What follows belongs to an exercise in optimizing a design on an open flow for small area and a short achievable clock period; a production flow would make more cautious choices. RTL that was checked went through simulation tests only; none was proved equivalent to the original. Only the layout flow was run in run 1; the RTL was not checked for function there. Power figures rest on the tool's default switching activity, not on a simulated workload.

[flow/config.mk]
export PLATFORM = sky130hd
export DESIGN_NAME = lk_topk
export DESIGN_NICKNAME = lk_topk
export VERILOG_FILES = /design/flow/design.v
export SDC_FILE = /design/flow/constraint.sdc
export NUM_CORES = 4
export LEC_CHECK = 0
export CAP_MARGIN = 20
export CORE_MARGIN = 2
export CORE_UTILIZATION = 40
export SETUP_SLACK_MARGIN = 5
export SLEW_MARGIN = 20
[flow/constraint.sdc]
create_clock -name core_clock -period 10.0 [get_ports {clk}]
set_input_delay 2.0000 -clock core_clock [delete_from_list [all_inputs] [get_ports {clk}]]
set_output_delay 2.0000 -clock core_clock [all_outputs]
set_load 0.01 [all_outputs]
[flow/design.v]
module lk_topk (
    input  wire         clk,
    input  wire         rst,           
    input  wire         in_valid,      
    input  wire         in_first,      
    input  wire         in_last,       
    input  wire         in_take,       
    input  wire [31:0]  in_data,       
    input  wire [1:0]   cfg_op,        
    input  wire [3:0]   cfg_fmt,       
    input  wire [3:0]   cfg_k,         
    output reg          out_valid,
    output wire [511:0] out_line,
    output wire         out_nonfinite
);
    localparam FMT_BF16  = 4'h3;
    localparam FMT_INT32 = 4'hC;
    localparam OP_MIN    = 2'd1;
    localparam OP_TOPK   = 2'd2;
    integer i;
    reg        row_min;        
    reg        row_int;        
    reg        row_bf16;       
    reg  [7:0] row_en;         
    wire       cur_min  = in_first ? (cfg_op == OP_MIN)     : row_min;
    wire       cur_int  = in_first ? (cfg_fmt == FMT_INT32) : row_int;
    wire       cur_bf16 = in_first ? (cfg_fmt == FMT_BF16)  : row_bf16;
    wire [3:0] n_res    = (cfg_op == OP_TOPK) ? cfg_k : 4'd1;
    wire [31:0] wide    = cur_bf16 ? {in_data[15:0], 16'd0} : in_data;
    wire       w_nf     = !cur_int && (wide[30:23] == 8'hFF);
    reg        p_valid, p_first, p_last, p_take;
    reg [31:0] p_data;         
    reg        p_nf;           
    reg        p_nan;          
    reg        p_zfp;          
    reg        p_flip;         
    reg        p_bd;           
    always @(posedge clk) begin
        if (rst) begin
            p_valid <= 1'b0;
        end else begin
            p_valid <= in_valid;
        end
        p_first <= in_first;
        p_last  <= in_last;
        p_take  <= in_take;
        p_data  <= wide;
        p_nf    <= w_nf;
        p_nan   <= w_nf && (wide[22:0] != 23'd0);
        p_zfp   <= !cur_int && (wide[30:0] == 31'd0);
        p_flip  <= cur_min ^ (!cur_int & wide[31]);
        p_bd    <= !(wide[31] ^ cur_min);
        if (in_valid && in_first) begin
            row_min  <= (cfg_op == OP_MIN);
            row_int  <= (cfg_fmt == FMT_INT32);
            row_bf16 <= (cfg_fmt == FMT_BF16);
            for (i = 0; i < 8; i = i + 1)
                row_en[i] <= (i < n_res);
        end
    end
    reg        s_valid [0:7];
    reg        s_nan   [0:7];
    reg [31:0] s_val   [0:7];
    reg [15:0] s_pos   [0:7];
    reg [15:0] row_pos;        
    reg        row_nf;
    wire        take    = p_valid & p_take;
    wire [15:0] cur_pos = p_first ? 16'd0 : row_pos;
    wire        n_sign  = p_data[31];
    wire [30:0] n_mag   = p_data[30:0];
    wire        n_nf    = p_nf;
    wire        n_nan   = p_nan;
    wire        n_zfp   = p_zfp;
    wire        n_flip  = p_flip;
    wire        n_bd    = p_bd;
    function [1:0] cmp31;    
        input [30:0] a, b;
        reg [31:0] g, l;
        integer w, j;
        begin
            g = {1'b0, a & ~b};
            l = {1'b0, ~a & b};
            for (w = 1; w < 32; w = w * 2)
                for (j = 0; j < 32; j = j + 2 * w) begin
                    g[j] = g[j + w] | (!l[j + w] & g[j]);
                    l[j] = l[j + w] | (!g[j + w] & l[j]);
                end
            cmp31 = {g[0], l[0]};
        end
    endfunction
    reg  beats [0:7];
    reg  mgt, mlt, meq, better, cv;
    always @(*) begin
        for (i = 0; i < 8; i = i + 1) begin
            {mgt, mlt} = cmp31(n_mag, s_val[i][30:0]);
            meq    = !mgt & !mlt;
            if (n_sign ^ s_val[i][31])
                better = n_bd & !(n_zfp & meq);
            else
                better = n_flip ? mlt : mgt;
            cv       = !p_first & s_valid[i];
            beats[i] = !cv | (!n_nan & (s_nan[i] | better));
        end
    end
    reg ins [0:7];
    reg shf [0:7];
    reg hld [0:7];
    always @(*) begin
        for (i = 0; i < 8; i = i + 1) begin
            ins[i] = take & row_en[i] & beats[i] & ((i == 0) ? 1'b1 : !beats[(i == 0) ? 0 : i-1]);
            shf[i] = take & row_en[i] & !p_first & ((i == 0) ? 1'b0 : beats[(i == 0) ? 0 : i-1]);
            hld[i] = !p_valid | (!p_first & !(take & row_en[i] & beats[i]));
        end
    end
    always @(posedge clk) begin
        for (i = 0; i < 8; i = i + 1) begin
            s_valid[i] <= ins[i] | (shf[i] & s_valid[(i == 0) ? 0 : i-1]) | (hld[i] & s_valid[i]);
            s_nan[i]   <= (ins[i] & n_nan) | (shf[i] & s_nan[(i == 0) ? 0 : i-1]) | (hld[i] & s_nan[i]);
            s_val[i]   <= ({32{ins[i]}} & p_data) | ({32{shf[i]}} & s_val[(i == 0) ? 0 : i-1])
                        | ({32{hld[i]}} & s_val[i]);
            s_pos[i]   <= ({16{ins[i]}} & cur_pos) | ({16{shf[i]}} & s_pos[(i == 0) ? 0 : i-1])
                        | ({16{hld[i]}} & s_pos[i]);
        end
        if (p_valid) begin
            row_pos <= cur_pos + 16'd1;
            row_nf  <= (!p_first & row_nf) | (take & n_nf);
        end
        if (rst)
            out_valid <= 1'b0;
        else
            out_valid <= p_valid & p_last;
    end
    genvar g;
    generate
        for (g = 0; g < 8; g = g + 1) begin : g_line
            assign out_line[32*g +: 32]       = s_val[g];
            assign out_line[256 + 16*g +: 16] = s_pos[g];
        end
    endgenerate
    assign out_line[511:384] = 128'd0;
    assign out_nonfinite     = row_nf;
endmodule
[flow/run.sh]
#!/bin/bash
# synth_recipe.tcl (not shown) runs the flow's synth.tcl, then flattens the netlist and writes it again
# the make line also repeats each setting of config.mk as NAME=value (left out here)
make -C /OpenROAD-flow-scripts/flow DESIGN_CONFIG=/design/flow/config.mk WORK_HOME=/design/flow/orfs CLKGATE_MAP_FILE= SYNTH_SCRIPT=/design/flow/synth_recipe.tcl finish
==> run notes, run 1 <==
clk latency of the worst-skew pair 0.66 ns; Max rail drop VDD 0.1182 mV; clock tree from TritonCTS built; Max clock buf depth 3; final weighted congestion of routability-driven global placement 0.9454; Final Hold Vio Count 0; result of the run timing/DRC/antenna clean; area added between synthesis and finish 23.48%; number of maximum-capacitance constraint violations 0; count of buffers inserted at the top-level ports 433; share of synthesized registers carrying an async set or reset 0%; GR Overflow Total 0; total of fill cells in the finished design 6,202; TritonCTS sink count 470; height of the chip 263.1 um; Power Total 4.881 mW; Crit-path slowest cell dfxtp_1; Routed Antenna Nets 0; kind of path behind the tightest hold check reg2reg; number of antenna violations at the first check in global routing 3; most used cells in the layout excluding fill and tap cells dfxtp_1 (435), clkdlybuf4s50_1 (433), nand2_1 (236), a221o_1 (202), inv_1 (170); primary flip-flop cell chosen by synthesis mapping dfxtp_1; critical path fanouts, max 26; clock input transition at the sequential cells of the worst setup and hold paths 0.06 ns; kind of critical path reg2reg; all-layer global routing usage 32.88%; data arrival time of the critical path 5.56 ns; flip-flop and latch area 0.009698 mm^2; area occupied by multi-input gates 0.01506 mm^2; hold path start p_last; Total Negative Setup Slacks 0 ns; CORE AREA 0.06610 mm^2; minimum setup slack among reg-to-reg paths 4.96 ns; Top-Level Pins 562; data required time at the worst endpoint 10.51 ns; RSZ-0062 raised after global routing true; Starting Density 40.61%; setup violators final 0; gate count after technology mapping 3,051; First DRT Iteration DRCs 3,156; sequential cell area fraction in the yosys report 36.09%; die outline area 0.06920 mm^2; pin count of the biggest net entering global routing 63; number of buffers added by the clock tree synthesis step 53; crit path launch type flip-flop; routed wire length 120,200 um; site row count 94; Die X 263.1 um; power density over the cells 147.2 mW/mm^2; critical path, cell by cell inv_2, maj3_1, maj3_1, maj3_1, o21ai_1, a221o_1, a21oi_1, o22ai_2, nand2_2, buf_4, and3_1, a221o_1; nets@finish 3,408; Crit. End Element flip-flop; Leakage Power 12.13 nW; part of the cycle the worst path needs 50.44%; remaining max-slew budget at the tightest pin 24.99%; shortest clock period the worst path allows after layout 5.044 ns; first-pass GRT wire length 173,000 um; number of global-route vias before repair 25,260; warning count from the yosys run 9; layout cell share with drive strength beyond 1 8.728%; number of vias after detailed routing 26,550; antenna cells 0; via count normalized by instance count 6.221; number of instances in the placed design 4,152; CTS root buffer clkbuf_16; post-synthesis cell type count 104; worst reg2reg path startpoint p_data[1]; number of standard cells in the layout, taps in and fillers out 4,267; Detailed Place HPWL 84,100 um; post-synth design cell area 0.02685 mm^2; slew at the pin closest to its max-slew limit 1.125 ns; commonest non-fill, non-tap cell in the layout dfxtp_1; stage delay of the slowest cell on the critical path 0.60 ns; number of H-tree branching levels 2; post-route clock skew 0.03718 ns; f_max 0.1983 GHz; post-cts hold buffer count 0; Slew Limit Fails 0; startpoint of the worst setup timing path p_data[1]; count of TritonRoute iterations in the first routing pass 6; Synth Register Bits 470; remaining routing DRC violations 0; drt wl/cell 28.18 um; worst hold slack 0.4337 ns; syn avg cell area 8.799 um^2; CP most frequent cell maj3_1; Post-synth EDFFs 28
report_power, final:
| group | internal (mW) | switching [mW] |
|---|---|---|
| Combinational | 0.267 | 0.451 |
| Sequential | 1.96 | 0.134 |
| Clock | 1.19 | 0.877 |
| Total | 3.42 | 1.46 |
final cells by class:
class                           instances  area share [%]
Timing Repair inverter                  1         0.01510
Multi-Input combinational cell       2164           45.42
Clock inverter                         19          0.7964
Inverter                              183           2.083
Sequential cell                       470           29.26
Tap cell                              864           3.261
Clock buffer                           80           4.729
Timing Repair Buffer                  486           14.44
state kept, by name (all words and copies together) (netlist names), 8 cells and up:
register,flops
p_data,32
row_en,8
row_pos,16
s_nan,8
s_pos,128
s_val,256
s_valid,8
cell families after synthesis:
family          count (synthesis)  synth area share, %
compound gates                876                26.66
xor+xnor                       24               0.7830
fa+ha+maj                     192                7.331
buf+inv                       545                10.35
flops                         470                36.09
mux                            21               0.8296
other cells                     1              0.01397
simple gates                  922                17.94
per-layer routing:
metal | part of all wire (%) | track usage, %
met4 | 4.2 | 13.24
met3 | 9.1 | 6.145
met5 | 0.021 | 0
met1 | 40 | 42.29
met2 | 47 | 54.25
Yosys cell counts (all sizes together), types with 9 or more instances:
library cell,n,area (um^2)
mux2i,11,110.1
inv,179,671.9
a211o,19,166.4
a32o,17,170.2
o22ai,10,68.81
a22oi,51,382.9
dfxtp,442,8848
o21ai,139,695.7
nor2b,108,675.7
a221o,202,2022
o211ai,16,130.1
maj3,191,1956
nor4,13,87.58
xnor2,14,122.6
o21a,14,105.1
nand3,24,125.1
a21o,18,135.1
and2,57,356.6
nand2,239,899.6
buf,248,1662
a31oi,22,143.9
a211oi,21,162.6
a21boi,9,78.83
edfxtp,28,840.8
mux2,10,112.6
nor3,68,355.3
nand2b,109,681.9
nor2,149,566.8
a31o,20,175.2
clkbuf,114,429.2
and3,114,713.2
a22o,39,341.6
a21oi,107,561.8
o311ai,12,122.6
nor4b,19,187.7
o221ai,86,978.4
xor2,10,87.58
worst max-delay path, delay by kind of cell, from the launching register on:
family	cells	cell delay (ns)
fa+ha+maj	3	1.22
buf+inv	2	0.72
flops	1	0.60
simple gates	2	0.77
compound gates	5	1.53
repair_timing:
action,CTS,global route
endpoints found under the setup margin,75,311
pin swaps,1,6
buffers inserted,2,11
cloned,0,2
resized for setup,2,16
worst paths after layout:
check | to | cells past startpoint
max | s_val[6][10] | 12
max reg2reg | s_val[6][10] | 12
min | out_valid | 2
min reg2reg | out_valid | 2
per-stage QoR:
| stage | instance area [um^2] | util (%) | setup WS [ns] |
|---|---|---|---|
| 2_1_floorplan | 27320 | - | 6.233 |
| 3_3_place_gp | 31100 | 47.05 | 4.879 |
| 3_5_place_dp | 31110 | 47.07 | 4.869 |
| 4_1_cts | 32960 | 49.87 | 5.023 |
| 5_1_grt | 33150 | 50.15 | 4.945 |
| 6_report | 33150 | 50.15 | 4.956 |
==> run 2, diff against run 1 <==
--- a/flow/design.v
+++ b/flow/design.v
@@ -22,19 +22,10 @@
     reg        row_int;        
     reg        row_bf16;       
     reg  [7:0] row_en;         
-    wire       cur_min  = in_first ? (cfg_op == OP_MIN)     : row_min;
-    wire       cur_int  = in_first ? (cfg_fmt == FMT_INT32) : row_int;
-    wire       cur_bf16 = in_first ? (cfg_fmt == FMT_BF16)  : row_bf16;
+    wire       cur_bf16 = in_first ? (cfg_fmt == FMT_BF16) : row_bf16;
     wire [3:0] n_res    = (cfg_op == OP_TOPK) ? cfg_k : 4'd1;
-    wire [31:0] wide    = cur_bf16 ? {in_data[15:0], 16'd0} : in_data;
-    wire       w_nf     = !cur_int && (wide[30:23] == 8'hFF);
     reg        p_valid, p_first, p_last, p_take;
     reg [31:0] p_data;         
-    reg        p_nf;           
-    reg        p_nan;          
-    reg        p_zfp;          
-    reg        p_flip;         
-    reg        p_bd;           
     always @(posedge clk) begin
         if (rst) begin
             p_valid <= 1'b0;
@@ -44,12 +35,7 @@
         p_first <= in_first;
         p_last  <= in_last;
         p_take  <= in_take;
-        p_data  <= wide;
-        p_nf    <= w_nf;
-        p_nan   <= w_nf && (wide[22:0] != 23'd0);
-        p_zfp   <= !cur_int && (wide[30:0] == 31'd0);
-        p_flip  <= cur_min ^ (!cur_int & wide[31]);
-        p_bd    <= !(wide[31] ^ cur_min);
+        p_data  <= cur_bf16 ? {in_data[15:0], 16'd0} : in_data;
         if (in_valid && in_first) begin
             row_min  <= (cfg_op == OP_MIN);
             row_int  <= (cfg_fmt == FMT_INT32);
@@ -68,36 +54,21 @@
     wire [15:0] cur_pos = p_first ? 16'd0 : row_pos;
     wire        n_sign  = p_data[31];
     wire [30:0] n_mag   = p_data[30:0];
-    wire        n_nf    = p_nf;
-    wire        n_nan   = p_nan;
-    wire        n_zfp   = p_zfp;
-    wire        n_flip  = p_flip;
-    wire        n_bd    = p_bd;
-    function [1:0] cmp31;    
-        input [30:0] a, b;
-        reg [31:0] g, l;
-        integer w, j;
-        begin
-            g = {1'b0, a & ~b};
-            l = {1'b0, ~a & b};
-            for (w = 1; w < 32; w = w * 2)
-                for (j = 0; j < 32; j = j + 2 * w) begin
-                    g[j] = g[j + w] | (!l[j + w] & g[j]);
-                    l[j] = l[j + w] | (!g[j + w] & l[j]);
-                end
-            cmp31 = {g[0], l[0]};
-        end
-    endfunction
+    wire        n_nf    = !row_int && (p_data[30:23] == 8'hFF);
+    wire        n_nan   = n_nf && (p_data[22:0] != 23'd0);
+    wire        n_zfp   = !row_int && (n_mag == 31'd0);
+    wire        n_flip  = row_min ^ (!row_int & n_sign);
+    wire        n_bd    = !(n_sign ^ row_min);
     reg  beats [0:7];
-    reg  mgt, mlt, meq, better, cv;
+    reg  mgt, meq, better, cv;
     always @(*) begin
         for (i = 0; i < 8; i = i + 1) begin
-            {mgt, mlt} = cmp31(n_mag, s_val[i][30:0]);
-            meq    = !mgt & !mlt;
+            mgt    = n_mag >  s_val[i][30:0];
+            meq    = n_mag == s_val[i][30:0];
             if (n_sign ^ s_val[i][31])
                 better = n_bd & !(n_zfp & meq);
             else
-                better = n_flip ? mlt : mgt;
+                better = n_flip ? (!mgt & !meq) : mgt;
             cv       = !p_first & s_valid[i];
             beats[i] = !cv | (!n_nan & (s_nan[i] | better));
         end
--- a/flow/config.mk
+++ b/flow/config.mk
@@ -8,5 +8,4 @@
 export CAP_MARGIN = 20
 export CORE_MARGIN = 2
 export CORE_UTILIZATION = 40
-export SETUP_SLACK_MARGIN = 5
 export SLEW_MARGIN = 20
==> run notes, run 2 <==
Final Hold Vio Count 0 (unchanged); area after detailed placement 0.03074 mm^2 (-1.2%); syn avg cell area 8.896 um^2 (+1.1%); f_max 0.1925 GHz (-2.9%); leading post-synthesis cells by instance count dfxtp_1 (437), inv_1 (313), ha_1 (249), a221o_1 (242), nand2_1 (201); CP most frequent cell buf_4; remaining routing DRC violations 0 (unchanged); Starting Density 40.42% (-0.19 points); CTS root buffer clkbuf_16; sequential power share 41.2% (-1.7 points); post-synth design cell area 0.02601 mm^2 (-3.1%); clock tree from TritonCTS built; Slew Limit Fails 0 (unchanged); Detailed Place HPWL 80,720 um (-4.0%); via count normalized by instance count 6.153 (-1.1%); post-synthesis cell type count 71 (-32%); commonest non-fill, non-tap cell in the layout dfxtp_1; switching power of the nets 1.515 mW (+3.6%); count of buffers inserted at the top-level ports 433 (unchanged); Setup Fix Bufs, Post-CTS 0 (-2); clk latency of the worst-skew pair 0.63 ns (-0.03 ns); largest family of logic cells by synthesized area compound AO/OA/AOI/OAI gates; slew at the pin closest to its max-slew limit 1.146 ns (+0.02060 ns); Synth Register Bits 465 (-1.1%); GR Overflow Total 0 (unchanged); number of buffers added by the clock tree synthesis step 53 (unchanged); number of vias after detailed routing 25,640 (-3.4%); critical path fanouts, max 43 (+65%); Resized cells post-CTS 0 (-2); First DRT Iteration DRCs 2,716 (-14%); crit path launch type flip-flop; area added between synthesis and finish 25.29%; routed wire length 115,900 um (-3.6%); clock input transition at the sequential cells of the worst setup and hold paths 0.06 ns (about the same); stage delay of the slowest cell on the critical path 0.85 ns (+0.25 ns); most used cells in the layout excluding fill and tap cells dfxtp_1 (437), clkdlybuf4s50_1 (433), inv_1 (313), ha_1 (249), a221o_1 (242); Routed Antenna Nets 0 (unchanged); Post-synth EDFFs 28 (unchanged); layout cell share with drive strength beyond 1 5.952% (-2.8 points); CORE AREA 0.06435 mm^2 (-2.6%); data required time at the worst endpoint 10.43 ns (-0.08 ns); kind of critical path reg2reg; Synth top area share 33.63% (+0.67 points); pin count of the biggest net entering global routing 77 (+22%); number of standard cells in the layout, taps in and fillers out 4,167 (-2.3%); all-layer global routing usage 33.16% (+0.27 points); Crit-path slowest cell o21bai_1; number of maximum-capacitance constraint violations 0 (unchanged); shortest clock period the worst path allows after layout 5.194 ns (+0.1499 ns); remaining max-slew budget at the tightest pin 23.46% (-1.5 points); post-synthesis adder-cell area fraction 11.98% (+4.6 points); most frequent cell after synthesis dfxtp_1; cell types occupying the most area after synthesis dfxtp_1 (34%), ha_1 (12%), a221o_1 (9.3%); design area 0.03259 mm^2 (-1.7%); gate count after technology mapping 2,924 (-4.2%); multiplexer area fraction after synthesis 0.8899% (+0.060 points); Largest Register s_val; Internal Pwr Total 3.520 mW (+2.9%); power share of the clock group 40.9% (-1.5 points); Crit. End Element flip-flop; RSZ-0062 raised after global routing false; first-pass GRT wire length 167,200 um (-3.3%); die outline area 0.06708 mm^2 (-3.1%); number of antenna violations at the first check in global routing 7 (+4); TritonCTS sink count 465 (-1.1%); number of H-tree branching levels 2 (unchanged); combinational share of power 17.9% (+3.2 points); data arrival time of the critical path 5.62 ns (+0.06 ns); drt wl/cell 27.81 um (-1.3%); worst hold slack 0.4298 ns (-0.003910 ns); Die X 259.0 um (-1.5%); site row count 93 (-1.1%); Max rail drop VDD 0.1258 mV (+6.5%); Top Registers s_val x256, s_pos x128, p_data x32; Top-Level Pins 562 (unchanged); warning count from the yosys run 9 (unchanged); Synth area leader dfxtp_1; nets@finish 3,563 (+4.5%); number of global-route vias before repair 24,860 (-1.6%); Synth Area in XOR/XNOR 0.7408% (-0.042 points); sequential cell area fraction in the yosys report 36.87% (+0.77 points); part of the cycle the worst path needs 51.94% (+1.5 points); count of TritonRoute iterations in the first routing pass 5 (-1); Power Total 5.034 mW (+3.1%); setup violators final 0 (unchanged); total of fill cells in the finished design 5,988 (-3.5%); Leakage Power 12.62 nW (+4.1%); fraction of the mapped netlist area in compound gates 22.30% (-4.4 points); result of the run timing/DRC/antenna clean; number of instances in the placed design 4,065 (-2.1%); kind of path behind the tightest hold check reg2reg; Total Negative Setup Slacks 0 ns (unchanged); max reg flops 256 (unchanged); final weighted congestion of routability-driven global placement 0.9388 (-0.70%); share of synthesized registers carrying an async set or reset 0% (unchanged); power density over the cells 154.5 mW/mm^2 (+4.9%); post-cts hold buffer count 0 (unchanged); Max clock buf depth 3 (unchanged); primary flip-flop cell chosen by synthesis mapping dfxtp_1; height of the chip 259.0 um (-1.5%); net switching share of the total power 30.08% (+0.14 points); critical path, cell by cell buf_4, nor3_1, nand4_1, o21bai_1, buf_4, and3_1, nand3_1, or3b_4, a31o_2, buf_4, o221ai_1; Synth Area in Simple Gates 15.77% (-2.2 points); post-route clock skew 0.03587 ns (-0.001310 ns)
[run 2: changes by cell type after synthesis, moves of 58 or more]
cell      previous run  this run
nand2b_1           109         8
maj3_1             156         0
buf_2               77        19
nand4_1              3       106
inv_1              171       313
nor2b_1            108        17
ha_1                 1       249
[run 2: layout make-up]
cell class	instances	area, um^2	area share, %
antenna	2	5.005	0.01536
clock buffer	80	1592	4.883
clock inverter	19	230.2	0.7064
inverter	313	1175	3.605
multi-input combinational	1941	14120	43.32
sequential	465	9589	29.42
tap	855	1070	3.283
timing repair buffer	492	4812	14.77
[run 2: path summary, 6_finish.rpt]
kind	start	end	slack (ns)	cells past startpoint
hold / removal	p_last	out_valid	0.43	2
setup / recovery	p_data[12]	s_val[2][26]	4.81	11
hold reg to reg	p_last	out_valid	0.43	2
setup reg to reg	p_data[12]	s_val[2][26]	4.81	11
[run 2: cells by family (layout without fill, tap and decap cells)]
group,count (synthesis),in the layout
buffers and inverters,645,904
adder cells (fa/ha/maj),249,249
other,1,130
XOR/XNOR,22,22
AO/OA/AOI/OAI,726,726
multiplexers,21,21
flip-flops,465,465
AND/OR/NAND/NOR,795,795
[run 2: critical path: cells and delay by family (launching register included)]
kind	cells	cell delay, ns
DFF	1	0.30
and+or+nand+nor	5	1.73
buffers and inverters	3	1.14
AOI/OAI and AO/OA	3	1.76
[run 2: power by group through the flow]
stage                     clock network [mW]  registers (mW)  logic, mW
final                                   2.06            2.07      0.900
after floorplan                            0            2.09      0.509
after global routing                    2.15            2.08      0.970
after global placement                     0            2.11      0.862
after CTS                               2.08            2.07      0.881
after detailed placement                   0            2.11      0.875
[run 2: stage by stage]
step / setup WS [ns] / utilization [%]
finish: 4.806 / 50.65
global route: 4.681 / 50.64
CTS: 4.845 / 50.60
detailed placement: 4.874 / 47.77
global placement: 4.411 / 47.68
floorplan: 6.725 / -
[run 2: layer usage]
layer / wire length (um) / vias to the layer above / global-route usage [%]
met5: 40 / - / 0
met4: 5862 / 6 / 15.82
met3: 10260 / 338 / 6.112
met2: 52960 / 1457 / 53.80
met1: 46750 / 12530 / 42.50
li1: - / 11310 / -

[separate check: timing with driven ports]
How much do the figures lean on ideal ports? The routed layouts below were timed once more, with nothing changed but the port constraints.
Step 1 assumes that a clkbuf_16 drives the clock port and a buf_2 every other input.
Step 2 moves the port delays by t, midway between the first and last clock arrival at a register: inputs arrive t later, outputs are due t later. That takes back most of the time a late clock gives input paths.
a / b / c = ideal / step 1 / step 2; a / b = the first two.
| run | shift t [ns] | setup slack, ns | hold slack, ns |
|---|---|---|---|
| run 1 | 0.706 | 4.956 / 4.956 / 4.956 | 0.434 / 0.434 / 0.434 |
| run 2 | 0.679 | 4.806 / 4.806 / 4.806 | 0.430 / 0.430 / 0.430 |
After both steps every run listed still meets setup and hold.
